Source: an optimization exercise on an open RTL-to-GDS flow (aim: small area, a short achievable clock period and few clock cycles per item). Production flows keep margins and buffers that such runs may drop.
The RTL was checked by simulation tests, not by an equivalence proof against the original design.

## run A
==> flow/design.v <==
module sha256_compress (
    input  wire         clk,
    input  wire         rst,         
    input  wire         in_valid,
    output wire         in_ready,
    input  wire [255:0] in_state,
    input  wire [511:0] in_block,
    output wire         out_valid,
    input  wire         out_ready,
    output wire [255:0] out_state
);
    reg         run;                 
    reg         outv;                
    reg  [6:0]  kidx;                
    reg  [31:0] a, b, c, d, e, f, g, p;
    reg  [31:0] win [0:15];          
    reg         rnd;                 
    reg         fin;                 
    reg         rot1, rot2, rot3;    
    reg         wport_sel;           
    reg         nok;                 
    wire        en   = run | ~outv | out_ready;
    assign in_ready  = rot3;
    assign out_valid = outv;
    assign out_state = {d, a, b, c, p, e, f, g};
    wire [31:0] H0 = in_state[255:224], H1 = in_state[223:192],
                H2 = in_state[191:160], H3 = in_state[159:128],
                H4 = in_state[127:96],  H5 = in_state[95:64],
                H6 = in_state[63:32],   H7 = in_state[31:0];
    reg  [6:0]  kidx_nxt;
    reg  [31:0] k, k_nxt;
    always @(*) begin
        case (kidx_nxt)
            7'd0: k_nxt = 32'h428a2f98;
            7'd1: k_nxt = 32'h71374491;
            7'd2: k_nxt = 32'hb5c0fbcf;
            7'd3: k_nxt = 32'he9b5dba5;
            7'd4: k_nxt = 32'h3956c25b;
            7'd5: k_nxt = 32'h59f111f1;
            7'd6: k_nxt = 32'h923f82a4;
            7'd7: k_nxt = 32'hab1c5ed5;
            7'd8: k_nxt = 32'hd807aa98;
            7'd9: k_nxt = 32'h12835b01;
            7'd10: k_nxt = 32'h243185be;
            7'd11: k_nxt = 32'h550c7dc3;
            7'd12: k_nxt = 32'h72be5d74;
            7'd13: k_nxt = 32'h80deb1fe;
            7'd14: k_nxt = 32'h9bdc06a7;
            7'd15: k_nxt = 32'hc19bf174;
            7'd16: k_nxt = 32'he49b69c1;
            7'd17: k_nxt = 32'hefbe4786;
            7'd18: k_nxt = 32'h0fc19dc6;
            7'd19: k_nxt = 32'h240ca1cc;
            7'd20: k_nxt = 32'h2de92c6f;
            7'd21: k_nxt = 32'h4a7484aa;
            7'd22: k_nxt = 32'h5cb0a9dc;
            7'd23: k_nxt = 32'h76f988da;
            7'd24: k_nxt = 32'h983e5152;
            7'd25: k_nxt = 32'ha831c66d;
            7'd26: k_nxt = 32'hb00327c8;
            7'd27: k_nxt = 32'hbf597fc7;
            7'd28: k_nxt = 32'hc6e00bf3;
            7'd29: k_nxt = 32'hd5a79147;
            7'd30: k_nxt = 32'h06ca6351;
            7'd31: k_nxt = 32'h14292967;
            7'd32: k_nxt = 32'h27b70a85;
            7'd33: k_nxt = 32'h2e1b2138;
            7'd34: k_nxt = 32'h4d2c6dfc;
            7'd35: k_nxt = 32'h53380d13;
            7'd36: k_nxt = 32'h650a7354;
            7'd37: k_nxt = 32'h766a0abb;
            7'd38: k_nxt = 32'h81c2c92e;
            7'd39: k_nxt = 32'h92722c85;
            7'd40: k_nxt = 32'ha2bfe8a1;
            7'd41: k_nxt = 32'ha81a664b;
            7'd42: k_nxt = 32'hc24b8b70;
            7'd43: k_nxt = 32'hc76c51a3;
            7'd44: k_nxt = 32'hd192e819;
            7'd45: k_nxt = 32'hd6990624;
            7'd46: k_nxt = 32'hf40e3585;
            7'd47: k_nxt = 32'h106aa070;
            7'd48: k_nxt = 32'h19a4c116;
            7'd49: k_nxt = 32'h1e376c08;
            7'd50: k_nxt = 32'h2748774c;
            7'd51: k_nxt = 32'h34b0bcb5;
            7'd52: k_nxt = 32'h391c0cb3;
            7'd53: k_nxt = 32'h4ed8aa4a;
            7'd54: k_nxt = 32'h5b9cca4f;
            7'd55: k_nxt = 32'h682e6ff3;
            7'd56: k_nxt = 32'h748f82ee;
            7'd57: k_nxt = 32'h78a5636f;
            7'd58: k_nxt = 32'h84c87814;
            7'd59: k_nxt = 32'h8cc70208;
            7'd60: k_nxt = 32'h90befffa;
            7'd61: k_nxt = 32'ha4506ceb;
            7'd62: k_nxt = 32'hbef9a3f7;
            7'd63: k_nxt = 32'hc67178f2;
            default: k_nxt = 32'h00000000;
        endcase
    end
    always @(posedge clk)
        k <= k_nxt;
    reg [31:0] wport;
    always @(*) begin
        case (kidx[3:0])
            4'd0:  wport = in_block[479:448];
            4'd1:  wport = in_block[447:416];
            4'd2:  wport = in_block[415:384];
            4'd3:  wport = in_block[383:352];
            4'd4:  wport = in_block[351:320];
            4'd5:  wport = in_block[319:288];
            4'd6:  wport = in_block[287:256];
            4'd7:  wport = in_block[255:224];
            4'd8:  wport = in_block[223:192];
            4'd9:  wport = in_block[191:160];
            4'd10: wport = in_block[159:128];
            4'd11: wport = in_block[127:96];
            4'd12: wport = in_block[95:64];
            4'd13: wport = in_block[63:32];
            default: wport = in_block[31:0];
        endcase
    end
    wire [31:0] w1 = win[1], w6 = win[6], w14 = win[14], w15 = win[15];
    wire [31:0] ssig1 = {w1[16:0], w1[31:17]} ^ {w1[18:0], w1[31:19]} ^ {10'b0, w1[31:10]};
    wire [31:0] ssig0 = {w14[6:0], w14[31:7]} ^ {w14[17:0], w14[31:18]} ^ {3'b000, w14[31:3]};
    wire [31:0] wsch  = ssig1 + w6 + ssig0 + w15;
    wire [31:0] wnext = wport_sel ? wport : wsch;
    integer i;
    always @(posedge clk) begin
        win[0] <= wnext;
        win[1] <= run ? win[0] : in_block[511:480];
        for (i = 2; i < 16; i = i + 1)
            win[i] <= win[i-1];
    end
    reg  [31:0] s1r, chr;
    wire [31:0] bsig0 = {a[1:0], a[31:2]} ^ {a[12:0], a[31:13]} ^ {a[21:0], a[31:22]};
    wire [31:0] maj   = (a & b) ^ (a & c) ^ (b & c);
    wire [31:0] xt = s1r ^ chr ^ p;
    wire [31:0] yt = {(s1r[30:0] & chr[30:0]) | (s1r[30:0] & p[30:0]) | (chr[30:0] & p[30:0]), 1'b0};
    wire [31:0] xe = xt ^ yt ^ d;
    wire [31:0] ye = {(xt[30:0] & yt[30:0]) | (xt[30:0] & d[30:0]) | (yt[30:0] & d[30:0]), 1'b0};
    wire [31:0] e_rnd = xe + ye;
    wire [31:0] xa2 = xt ^ yt ^ bsig0;
    wire [31:0] ya2 = {(xt[30:0] & yt[30:0]) | (xt[30:0] & bsig0[30:0]) | (yt[30:0] & bsig0[30:0]), 1'b0};
    wire [31:0] xa3 = xa2 ^ ya2 ^ maj;
    wire [31:0] ya3 = {(xa2[30:0] & ya2[30:0]) | (xa2[30:0] & maj[30:0]) | (ya2[30:0] & maj[30:0]), 1'b0};
    wire [31:0] a_rnd = xa3 + ya3;
    wire [31:0] e_nxt = rnd ? e_rnd : (run ? p : H4);
    wire [31:0] f_nxt = run ? e : H5;
    wire [31:0] g_nxt = run ? f : H6;
    always @(posedge clk) begin
        s1r <= {e_nxt[5:0], e_nxt[31:6]} ^ {e_nxt[10:0], e_nxt[31:11]} ^ {e_nxt[24:0], e_nxt[31:25]};
        chr <= (e_nxt & f_nxt) ^ (~e_nxt & g_nxt);
    end
    wire [31:0] pg = run ? g : H7;
    wire        sw = run & ~nok;
    wire [31:0] pw = ({32{sw}} & win[0]) | ({32{~run}} & in_block[511:480])
                   | ({32{fin}} & H7) | ({32{rot1}} & H6) | ({32{rot2}} & H5) | ({32{rot3}} & H4);
    wire [31:0] p_nxt = pg + k + pw;
    wire [31:0] dc = run ? c : 32'd0;
    wire [31:0] dh = ({32{fin | ~run}} & H3) | ({32{rot1}} & H2) | ({32{rot2}} & H1) | ({32{rot3}} & H0);
    wire [31:0] d_nxt = dc + dh;
    always @(posedge clk) begin
        if (en) begin
            a <= rnd ? a_rnd : (run ? d : H0);
            e <= e_nxt;
            b <= run ? a : H1;
            c <= run ? b : H2;
            d <= d_nxt;
            f <= f_nxt;
            g <= g_nxt;
            p <= p_nxt;
        end
    end
    wire start = in_valid & ~run & (~outv | out_ready);
    always @(*) begin
        if (rst)
            kidx_nxt = 7'd0;
        else if (run)
            kidx_nxt = rot3 ? 7'd0 : kidx + 7'd1;
        else
            kidx_nxt = start ? 7'd1 : 7'd0;
    end
    always @(posedge clk) begin
        kidx <= kidx_nxt;
        if (rst) begin
            run  <= 1'b0;
            outv <= 1'b0;
            rnd  <= 1'b0;
            fin  <= 1'b0;
            rot1 <= 1'b0;
            rot2 <= 1'b0;
            rot3 <= 1'b0;
            wport_sel <= 1'b1;
            nok  <= 1'b0;
        end else begin
            fin  <= rnd & (kidx == 7'd63);
            rot1 <= fin;
            rot2 <= rot1;
            rot3 <= rot2;
            if (run) begin
                wport_sel <= rot3 | (kidx < 7'd14);
                nok  <= ~rot3 & (kidx >= 7'd63);
                if (fin)
                    rnd <= 1'b0;
                if (rot3) begin
                    run  <= 1'b0;
                    outv <= 1'b1;
                end
            end else begin
                if (out_ready)
                    outv <= 1'b0;
                if (start) begin
                    run  <= 1'b1;
                    rnd  <= 1'b1;
                end
            end
        end
    end
endmodule
clock: 8.0 ns
lec_check: 0
abc_area: 1
cap_margin: 20
core_margin: 2
core_utilization: 40
place_density: 0.6
setup_slack_margin: 4.2
slew_margin: 20
tns_end_percent: 5
standard.sh (not shown) runs the stock make flow with config.mk's settings and CLKGATE_MAP_FILE= SYNTH_SCRIPT=/design/flow/synth_recipe.tcl, a recipe that flattens the netlist after the stock synthesis.
==> flow/flow/run.sh <==
#!/bin/bash
# Layout flow: the standard flow (standard synthesis unchanged), with
#  - the port buffers made as sky130_fd_sc_hd__buf_1 instead of the default
#    delay buffer,
#  - the clock tree built from sky130_fd_sc_hd__clkbuf_8 without dummy loads.
# Every ORFS step still writes its own log under orfs/logs/; make's own
# output goes to flow_make.log here.
set -euo pipefail
export BUFFER_PORTS_ARGS="-buffer_cell sky130_fd_sc_hd__buf_1"
export CTS_ARGS="-sink_clustering_enable -repair_clock_nets -buf_list sky130_fd_sc_hd__clkbuf_8 -dont_use_dummy_load"
bash standard.sh > flow_make.log 2>&1 || { tail -50 flow_make.log; exit 1; }
tail -5 flow_make.log
Run A ran to completion and came out clean on the timing, design-rule and antenna checks.
Testbench counts of run A, summed over its fixed seeds: cycles 34,824, blocks 512.
--- input diff run A..run B ---
Settings: TNS_END_PERCENT: 5 -> unset; SETUP_SLACK_MARGIN: 4.2 -> 4.0.
==> flow/flow/run.sh <==
#!/bin/bash
# Layout flow: the standard flow (standard synthesis unchanged), with
# the port buffers made as sky130_fd_sc_hd__buf_1 instead of the default
# delay buffer. Every ORFS step still writes its own log under orfs/logs/;
# make's own output goes to flow_make.log here.
set -euo pipefail
export BUFFER_PORTS_ARGS="-buffer_cell sky130_fd_sc_hd__buf_1"
bash standard.sh > flow_make.log 2>&1 || { tail -50 flow_make.log; exit 1; }
tail -5 flow_make.log
--- outcome ---
Going from run A to run B, non-clock buffer total of the final layout shrank slightly.
Run B vs run A on area growth from synthesis to final layout: run B is the higher one.
Worst setup path startpoint: a[6]$_DFFE_PP_ -> run B, kidx[0]$_DFF_P_ -> run A
[compare] base=run A new=run B: number of global-route vias before repair fell 1.4%, final cell area excluding filler cells grew by 2.3%, worst setup slack higher.
### run B -> run C
Settings: an added TNS_END_PERCENT of 10.
--- a/flow/flow/run.sh
+++ b/flow/flow/run.sh
@@ -3,3 +3,5 @@
-# the port buffers made as sky130_fd_sc_hd__buf_1 instead of the default
-# delay buffer. Every ORFS step still writes its own log under orfs/logs/;
-# make's own output goes to flow_make.log here.
+#  - the port buffers made as sky130_fd_sc_hd__buf_1 instead of the default
+#    delay buffer,
+#  - the clock tree built from sky130_fd_sc_hd__clkbuf_8 without dummy loads.
+# Every ORFS step still writes its own log under orfs/logs/; make's own
+# output goes to flow_make.log here.
@@ -7,0 +10 @@
+export CTS_ARGS="-sink_clustering_enable -repair_clock_nets -buf_list sky130_fd_sc_hd__clkbuf_8 -dont_use_dummy_load"
==> run summary <==
Run C went all the way through synthesis, placement and routing and the layout is clean on timing, DRC and antenna.
Run B went all the way through the flow, and no timing, DRC or antenna check failed.
Area added between synthesis and finish down 4.2 points in run C wrt run B
Compared with run B, in run C setup fix buffers added after clock tree synthesis shrank by 24%, global-route met1 utilization moved up, setup slack decreased 75 ps.
Comparing run C and run B, the lower global-route wire length before repair was measured on run B.

what the ideal ports hide:
Ports are ideal in the flow. The routed layouts listed here were re-timed in OpenROAD.
Step 1 sets driving cells, clkbuf_16 on the clock port and buf_2 on the other inputs (assumed; they add their load-dependent delay and slew).
Step 2 times the ports against the registers' clock, not the clock port: input delays grow and output delays shrink by t, the midpoint of the rising clock arrivals with the driver on.
Three values: no drivers, after step 1, after step 2; two values: the first two.
run | t (ns) | setup slack, ns | latest minus earliest clock arrival (ns) | slew at the worst register clock pin (ns)
run A | 0.913 | 3.770 / 3.770 / 3.039 | 0.110 / 0.110 | 0.08 / 0.08
run B | 0.800 | 3.875 / 3.875 / 3.220 | 0.082 / 0.081 | 0.08 / 0.08
run C | 0.905 | 3.800 / 3.800 / 2.949 | 0.116 / 0.116 | 0.07 / 0.07
After both steps every run listed still meets setup and hold. For run C, which loses most, drivers alone change the setup slack by 0.000 ns; drivers and shift together by -0.851 ns.
